What follows belongs to an exercise in optimizing a design on an open flow for small area, a short achievable clock period and few clock cycles; a production flow would make more cautious choices. Only simulation tests tie the RTL to the original design; equivalence was not proved.

--- config.mk ---
export PLATFORM = sky130hd
export DESIGN_NAME = hive_fpu
export DESIGN_NICKNAME = hive_fpu
export VERILOG_FILES = /design/flow/design.v
export SDC_FILE = /design/flow/constraint.sdc
export NUM_CORES = 4
export LEC_CHECK = 0
export ABC_CLOCK_PERIOD_IN_PS = 16000
export CAP_MARGIN = 20
export CORE_MARGIN = 2
export CORE_UTILIZATION = 40
export PLACE_DENSITY = 0.6
export SETUP_SLACK_MARGIN = 2.0
export SLEW_MARGIN = 20
--- constraint.sdc ---
create_clock -name core_clock -period 22.0 [get_ports {clk}]
set_input_delay 4.4000 -clock core_clock [delete_from_list [all_inputs] [get_ports {clk}]]
set_output_delay 4.4000 -clock core_clock [all_outputs]
set_load 0.01 [all_outputs]
--- design.v ---
module hive_fpu (
    input  wire        clk,
    input  wire        rst,
    input  wire        in_valid,
    output wire        in_ready,
    input  wire [4:0]  in_op,
    input  wire [31:0] in_a,
    input  wire [31:0] in_b,
    input  wire [31:0] in_c,
    output reg         out_valid,
    output reg  [31:0] out_result
);
    localparam [31:0] CANON_NAN = 32'h7FC0_0000;
    localparam [31:0] ONE       = 32'h3F80_0000;
    localparam [4:0] OP_FADD = 5'h00, OP_FSUB = 5'h01, OP_FMUL = 5'h02,
                     OP_FMIN = 5'h05, OP_FMAX = 5'h06, OP_FABS = 5'h07,
                     OP_FNEG = 5'h08, OP_FCSGN = 5'h09, OP_FEQ = 5'h0A,
                     OP_FLT = 5'h0B, OP_FLE = 5'h0C, OP_FTOI = 5'h0D,
                     OP_ITOF = 5'h0E, OP_UTOF = 5'h0F, OP_FMA = 5'h10,
                     OP_FMS = 5'h11;
    assign in_ready = 1'b1;
    reg        v_q;
    reg [4:0]  op_q;
    reg [31:0] a_q, b_q, c_q;
    always @(posedge clk) begin
        if (rst) begin
            v_q <= 1'b0;
        end else begin
            v_q <= in_valid;
        end
        if (in_valid) begin
            op_q <= in_op;
            a_q  <= in_a;
            b_q  <= in_b;
            c_q  <= in_c;
        end
    end
    function automatic is_nan(input [31:0] x);
        is_nan = (x[30:23] == 8'hFF) && (x[22:0] != 23'd0);
    endfunction
    function automatic is_inf(input [31:0] x);
        is_inf = (x[30:23] == 8'hFF) && (x[22:0] == 23'd0);
    endfunction
    function automatic is_zero(input [31:0] x);
        is_zero = (x[30:23] == 8'h00);
    endfunction
    function automatic [31:0] flush(input [31:0] x);
        flush = is_zero(x) ? {x[31], 31'd0} : x;
    endfunction
    function automatic [31:0] order_key(input [31:0] x);
        order_key = x[31] ? ~x : (x | 32'h8000_0000);
    endfunction
    reg [31:0] fa, fb, fc;
    always @(*) begin
        fa = a_q;
        fb = b_q;
        fc = c_q;
        case (op_q)
            OP_FADD: begin fb = ONE; fc = b_q; end
            OP_FSUB: begin fb = ONE; fc = {~b_q[31], b_q[30:0]}; end
            OP_FMUL: begin fc = 32'h8000_0000; end
            OP_FMS:  begin fc = {~c_q[31], c_q[30:0]}; end
            default: ;
        endcase
    end
    wire sa = fa[31], sb = fb[31], sc = fc[31];
    wire sp = sa ^ sb;
    wire [7:0] ea = fa[30:23], eb = fb[30:23], ec = fc[30:23];
    wire za = is_zero(fa), zb = is_zero(fb), zc = is_zero(fc);
    wire ia = is_inf(fa),  ib = is_inf(fb),  ic = is_inf(fc);
    wire na = is_nan(fa),  nb = is_nan(fb),  nc = is_nan(fc);
    wire [23:0] ma = {1'b1, fa[22:0]};
    wire [23:0] mb = {1'b1, fb[22:0]};
    wire [23:0] mc = zc ? 24'd0 : {1'b1, fc[22:0]};
    wire [47:0] prod = ma * mb;
    wire signed [11:0] rs_raw = $signed({4'd0, ea}) + $signed({4'd0, eb})
                              - $signed({4'd0, ec}) - 12'sd99;
    wire        p_sticky_mode = (rs_raw < 0) && !zc;
    wire [6:0]  rs = zc ? 7'd78 :
                     (rs_raw < 0) ? 7'd0 :
                     (rs_raw > 78) ? 7'd78 : rs_raw[6:0];
    wire [79:0] c_win  = {2'b00, mc, 54'd0};
    wire [79:0] c_shift = c_win >> rs;
    wire [79:0] c_lost_mask = ~(80'hFFFF_FFFF_FFFF_FFFF_FFFF << rs);
    wire        c_sticky = |(c_win & c_lost_mask);
    wire [79:0] c_al = {c_shift[79:1], c_shift[0] | c_sticky};
    wire [79:0] p_al = p_sticky_mode ? 80'd1 : {29'd0, prod, 3'd0};
    wire signed [11:0] e_base = p_sticky_mode ? ($signed({4'd0, ec}) - 12'sd28)
                                              : ($signed({4'd0, ea}) + $signed({4'd0, eb}) - 12'sd127);
    wire        eff_sub = sp ^ sc;
    wire [80:0] sum_add = {1'b0, p_al} + {1'b0, c_al};
    wire [80:0] sum_sub = {1'b0, p_al} - {1'b0, c_al};
    wire        sub_neg = sum_sub[80];
    wire [79:0] mag = eff_sub ? (sub_neg ? (~sum_sub[79:0] + 80'd1) : sum_sub[79:0])
                              : sum_add[79:0];
    wire        r_sign = eff_sub ? (sub_neg ? sc : sp) : sp;
    reg [6:0] lead;
    integer k;
    always @(*) begin
        lead = 7'd0;
        for (k = 0; k < 80; k = k + 1)
            if (mag[k]) lead = k[6:0];
    end
    wire [79:0] norm = mag << (7'd79 - lead);
    wire [23:0] m_keep = norm[79:56];
    wire        g_bit  = norm[55];
    wire        s_bit  = |norm[54:0];
    wire        rnd_up = g_bit & (s_bit | m_keep[0]);
    wire [24:0] m_rnd  = {1'b0, m_keep} + {24'd0, rnd_up};
    wire signed [11:0] e_norm = e_base + $signed({5'd0, lead}) - 12'sd49;
    wire signed [11:0] e_rnd  = m_rnd[24] ? e_norm + 12'sd1 : e_norm;
    wire [22:0] f_rnd = m_rnd[24] ? m_rnd[23:1] : m_rnd[22:0];
    reg [31:0] fma_res;
    always @(*) begin
        if (na || nb || nc)
            fma_res = CANON_NAN;
        else if ((ia && zb) || (ib && za))
            fma_res = CANON_NAN;
        else if (ia || ib)
            fma_res = (ic && (sc != sp)) ? CANON_NAN : {sp, 8'hFF, 23'd0};
        else if (ic)
            fma_res = {sc, 8'hFF, 23'd0};
        else if (za || zb)
            fma_res = zc ? {sp & sc, 31'd0} : fc;
        else if (mag == 80'd0)
            fma_res = 32'd0;
        else if (e_rnd >= 12'sd255)
            fma_res = {r_sign, 8'hFF, 23'd0};
        else if (e_rnd <= 12'sd0)
            fma_res = {r_sign, 31'd0};
        else
            fma_res = {r_sign, e_rnd[7:0], f_rnd};
    end
    wire [31:0] a_fl = flush(a_q);
    wire [31:0] b_fl = flush(b_q);
    wire        a_nan = is_nan(a_q);
    wire        b_nan = is_nan(b_q);
    wire        a_below_b = order_key(a_fl) < order_key(b_fl);
    reg [31:0] minmax_res;
    always @(*) begin
        if (a_nan && b_nan)
            minmax_res = CANON_NAN;
        else if (a_nan)
            minmax_res = b_fl;
        else if (b_nan)
            minmax_res = a_fl;
        else if (op_q == OP_FMIN)
            minmax_res = a_below_b ? a_fl : b_fl;
        else
            minmax_res = a_below_b ? b_fl : a_fl;
    end
    wire [31:0] a_cz = is_zero(a_q) ? 32'd0 : a_q;
    wire [31:0] b_cz = is_zero(b_q) ? 32'd0 : b_q;
    wire        cmp_eq = !a_nan && !b_nan && (a_cz == b_cz);
    wire        cmp_lt = !a_nan && !b_nan && (order_key(a_cz) < order_key(b_cz));
    reg [31:0] ftoi_res;
    reg [54:0] ti_shift;
    reg [31:0] ti_mag;
    always @(*) begin
        ti_shift = {31'd0, 1'b1, a_q[22:0]} << (a_q[30:23] - 8'd127);
        ti_mag   = ti_shift[54:23];
        if (a_nan)
            ftoi_res = 32'd0;
        else if (a_q[30:23] < 8'd127)
            ftoi_res = 32'd0;
        else if (a_q[30:23] >= 8'd158)
            ftoi_res = a_q[31] ? 32'h8000_0000 : 32'h7FFF_FFFF;
        else
            ftoi_res = a_q[31] ? (~ti_mag + 32'd1) : ti_mag;
    end
    wire        if_neg = (op_q == OP_ITOF) && a_q[31];
    wire [31:0] if_mag = if_neg ? (~a_q + 32'd1) : a_q;
    reg [4:0] if_lead;
    integer j;
    always @(*) begin
        if_lead = 5'd0;
        for (j = 0; j < 32; j = j + 1)
            if (if_mag[j]) if_lead = j[4:0];
    end
    wire [31:0] if_norm  = if_mag << (5'd31 - if_lead);
    wire        if_g     = if_norm[7];
    wire        if_s     = |if_norm[6:0];
    wire        if_up    = if_g & (if_s | if_norm[8]);
    wire [24:0] if_m     = {1'b0, if_norm[31:8]} + {24'd0, if_up};
    wire [7:0]  if_e     = 8'd127 + {3'd0, if_lead} + {7'd0, if_m[24]};
    wire [22:0] if_f     = if_m[24] ? if_m[23:1] : if_m[22:0];
    wire [31:0] itof_res = (if_mag == 32'd0) ? 32'd0 : {if_neg, if_e, if_f};
    reg [31:0] result;
    always @(*) begin
        case (op_q)
            OP_FADD, OP_FSUB, OP_FMUL, OP_FMA, OP_FMS: result = fma_res;
            OP_FMIN, OP_FMAX: result = minmax_res;
            OP_FABS:  result = {1'b0, a_q[30:0]};
            OP_FNEG:  result = {~a_q[31], a_q[30:0]};
            OP_FCSGN: result = {b_q[31], a_q[30:0]};
            OP_FEQ:   result = {31'd0, cmp_eq};
            OP_FLT:   result = {31'd0, cmp_lt};
            OP_FLE:   result = {31'd0, cmp_lt | cmp_eq};
            OP_FTOI:  result = ftoi_res;
            OP_ITOF, OP_UTOF: result = itof_res;
            default:  result = 32'd0;
        endcase
    end
    always @(posedge clk) begin
        if (rst) begin
            out_valid <= 1'b0;
        end else begin
            out_valid <= v_q;
        end
        if (v_q)
            out_result <= result;
    end
endmodule
--- run.sh ---
#!/bin/bash
# synth_recipe.tcl (not shown) runs the flow's synth.tcl, then flattens the netlist and writes it again
# the make line also repeats each setting of config.mk as NAME=value (left out here)
make -C /OpenROAD-flow-scripts/flow DESIGN_CONFIG=/design/flow/config.mk WORK_HOME=/design/flow/orfs CLKGATE_MAP_FILE= SYNTH_SCRIPT=/design/flow/synth_recipe.tcl finish
==> key figures <==
Critical path
  • Setup Crit Path Kind: reg -> reg
  • Startpoint Class: register
  • WP buf/inv: 10
  • Worst-path fanout max: 14
  • Critical path required time: 22.31 ns
  • Path depth of the worst reg2reg path: 84
  • Critical Path Sink Type: register
  • Top delay family on crit path: compound AO/OA/AOI/OAI gates
  • Slowest cell on crit path: or4_4
  • RR Endpoint: out_result[13]
  • Worst R2R Setup Slack: roughly 2.5 ns
  • Cell mode on critical path: o21ai_1
  • Worst r2r src: op_q[2]
  • Critical Path Max Stage Delay: 0.65 ns
  • CP arrival: 19.84 ns

Routing
  • Initial drt markers: 10700
  • Detailed Routing Iterations Pass 1: 10
  • Wire per inst: 31.6 um
  • Vias per cell: 6.72
  • DR DRC count: 0
  • WL final: around 340000 um
  • Vias after detailed routing: 72600
  • DRT antenna net count: 0

Timing
  • Final period util: 0.888
  • Fmax achieved: about 50 MHz
  • Final Max Tran Viols: 0
  • Worst slew pin tran: 1.24 ns
  • Final WS setup: 2.47 ns
  • RSZ-0062 raised after global routing: true
  • Worst slew margin relative to its limit: 0.176
  • Clk_skew: between 0.02 and 0.03 ns
  • Final TNS setup: 0 ns
  • Final setup fails: 0
  • Min cycle time layout: 19.53 ns
  • Hold Vio Cnt, Final: 0

Place
  • Final GP Congestion: 1.06
  • HPWL after DPL: 268000 um
  • Pre-CTS WS: 0.0829 ns
  • PortBufs: 136
  • Placed instance area: slightly below 70000 um^2

CTS
  • Reg clk slew, reported paths: 0.08 ns
  • CTS tree: yes
  • Hold-fix buffers at CTS: 0
  • Maximum clock path buffer count: 2
  • CTS Sinks: 135
  • Num CTS Buffers: 17
  • Root buffer cell: clkbuf_16
  • H-tree level count: 4
  • Clk Latency, worst-skew pair: 0.50 ns

Cells and area
  • Area growth, synth to finish: 13.9%
  • Most frequent cells in the layout: nand2_1, inv_1, nor2_1, buf_4, a21oi_1
  • Fraction of layout cells with a size suffix above 1: 0.131
  • Design area: 70700 um^2
  • Commonest non-fill, non-tap cell in the layout: nand2_1
  • Final Net Count: 9729

Yosys
  • Cells after Synth: 8591
  • Syn Area/Cell: roughly 7.2 um^2
  • Yosys reg bits: 135
  • Seq/Total Area, Yosys: 0.0650
  • FFs w/ async S/R, synth: 0
  • Synth Flop Type: edfxtp_1
  • Netlist Area Pre-Place: 62100 um^2
  • Mapped Nets: 9573
  • Post-synth EDFFs: 133
  • Yosys cell types: 145
  • Yosys warning total: 1

Floorplan
  • Initial Util: 0.403
  • DIE WIDTH: 398 um
  • Die footprint: 158000 um^2
  • Die height: between 300 and 400 um
  • # rows: 144
  • Core ar.: 154000 um^2
  • Num ports: 138

Global route
  • Congestion Overflow GR: 0
  • Initial antenna violation count: 12
  • Vias in the first global route: 68400
  • Largest net degree at the start of global routing: between 80 and 90
  • First-pass GRT wire length: 487000 um
  • GR Util All Layers: 0.415

Hold path
  • Hold Path Class: reg -> reg
  • Worst Hold Endpoint: out_valid
  • Hold Path Stages: 2
  • Hold path start: v_q

Run status
  • Outcome: complete, no violations

Run
  • Max Cap Violations: 0
-- cell families (layout without fill, tap and decap cells) --
logic type                 count (synthesis)  after routing  share of synthesized area
AOI/OAI and AO/OA                       2288           2288                      0.253
xor gates and xnor gates                 380            380                     0.0539
adders and majority gates                879            879                      0.236
buffers and inverters                   1370           1536                     0.0857
DFF                                      135            135                     0.0650
muxes                                    269            269                     0.0477
other                                      1              5                  0.0000604
and+or+nand+nor                         3269           3271                      0.259
-- per-layer routing --
| metal | up-vias | part of all wire | global-route usage |
|---|---|---|---|
| li1 | 31000 | - | - |
| met1 | 35400 | 0.39 | 0.551 |
| met2 | 5101 | 0.41 | 0.614 |
| met3 | 1156 | 0.11 | 0.0828 |
| met4 | 14 | 0.080 | 0.258 |
| met5 | - | 0.00028 | 0 |
-- metrics by stage --
step / cells / utilization / hold slack, ns
after global routing: 10800 / 0.459 / 0.832
final: 10800 / 0.459 / 0.807
after detailed placement: 10600 / 0.436 / 0.798
after floorplan: 8591 / - / 0.747
after CTS: 10700 / 0.446 / 0.809
after global placement: 10600 / 0.436 / 0.798
-- registers in the layout, summed over array words and instances (netlist names) --
name	count
a_q	32
b_q	32
c_q	32
op_q	5
out_result	32
out_valid	1
v_q	1
-- final cells by class --
type / count / area, um^2
tap: 2044 / 2560
inverter: 785 / 2970
clock inverter: 13 / 120
multi-input combinational: 7088 / 54400
clock buffer: 18 / 429
timing repair buffer: 720 / 6210
antenna: 4 / 10.0
fill: 15800 / 83300
sequential: 135 / 4030
-- worst reg2reg max path, delay by kind of cell (launching register included) --
kind	cells	cell delay (ns)
adder cells (fa/ha/maj)	10	4.12
AND/OR/NAND/NOR	19	4.86
flip-flops	1	0.45
XOR/XNOR	1	0.21
buffers and inverters	10	1.51
AO/OA/AOI/OAI	44	8.23
-- cell usage after synthesis, types with 22 or more instances --
cell,instances,area [um^2]
nand2_1,1060,3980
inv_1,766,2880
nor2_1,655,2460
a21oi_1,544,2720
fa_1,485,9710
clkbuf_1,454,1700
o21ai_0,419,2100
ha_1,393,4920
nand3_1,287,1440
xnor2_1,262,2290
and3_1,257,1610
nor3_1,238,1190
mux2i_1,193,1930
edfxtp_1,133,3990
and2_1,132,826
xor2_1,116,1020
nand4_1,108,676
a31oi_1,103,644
a21o_1,99,743
a22oi_1,84,631
o211ai_1,84,631
a211oi_1,82,616
nor4_1,82,513
nand2b_1,77,482
or2_2,69,432
buf_2,64,320
o22ai_1,61,382
o31ai_1,61,458
nor2b_1,58,363
mux2_2,53,597
or3_1,53,332
a221oi_1,47,412
buf_1,47,176
o21bai_1,46,345
o221ai_1,45,394
o21a_1,40,300
a211o_1,36,315
a21boi_0,34,255
a22o_1,34,298
a311oi_1,34,298
and4_1,29,254
o21ai_1,28,140
o2111ai_1,27,236
a221o_1,22,220
-- worst max path at each step --
stage | startpoint | endpoint | slack (ns) | cells past startpoint
2_1_floorplan | op_q[3] | out_result[18] | 2.01 | 93
3_3_place_gp | op_q[3] | out_result[18] | 0.17 | 87
3_5_place_dp | op_q[3] | out_result[18] | 0.08 | 87
4_1_cts | op_q[2] | out_result[27] | 2.01 | 86
5_1_grt | op_q[2] | out_result[13] | 1.70 | 86
6_report | op_q[2] | out_result[13] | 2.47 | 84
-- timing repair --
item | CTS | global route
pin swaps | 27 | 89
cloned | 3 | 11
resized for setup | 148 | 231
endpoints found under the hold margin | 0 | 0
setup buffers | 26 | 105
endpoints found under the setup margin | 31 | 31
Testbench counts, summed over its fixed seeds: cycles 20,008.

==> separate check: timing with driven ports <==
No port has a modelled driver above. Below, the same layout with a new extraction and two added sets of constraints.
Step 1 sets driving cells, clkbuf_16 on the clock port and buf_2 on the other inputs (assumed; they add their load-dependent delay and slew).
Step 2 also shifts input and output timing later by t, the mid clock arrival at the registers, as if the neighbouring blocks saw the same clock.
Three values: no drivers, after step 1, after step 2; two values: the first two.
t (ns): 0.544
setup WS [ns]: 2.467 / 2.467 / 2.467
worst hold slack (ns): 0.807 / 0.807 / 0.807
worst setup path at the end: register to register
slew at the worst register clock pin (ns): 0.09 / 0.09
After both steps this run still meets setup and hold. For this run, drivers alone change the setup slack by 0.000 ns; drivers and shift together by 0.000 ns.
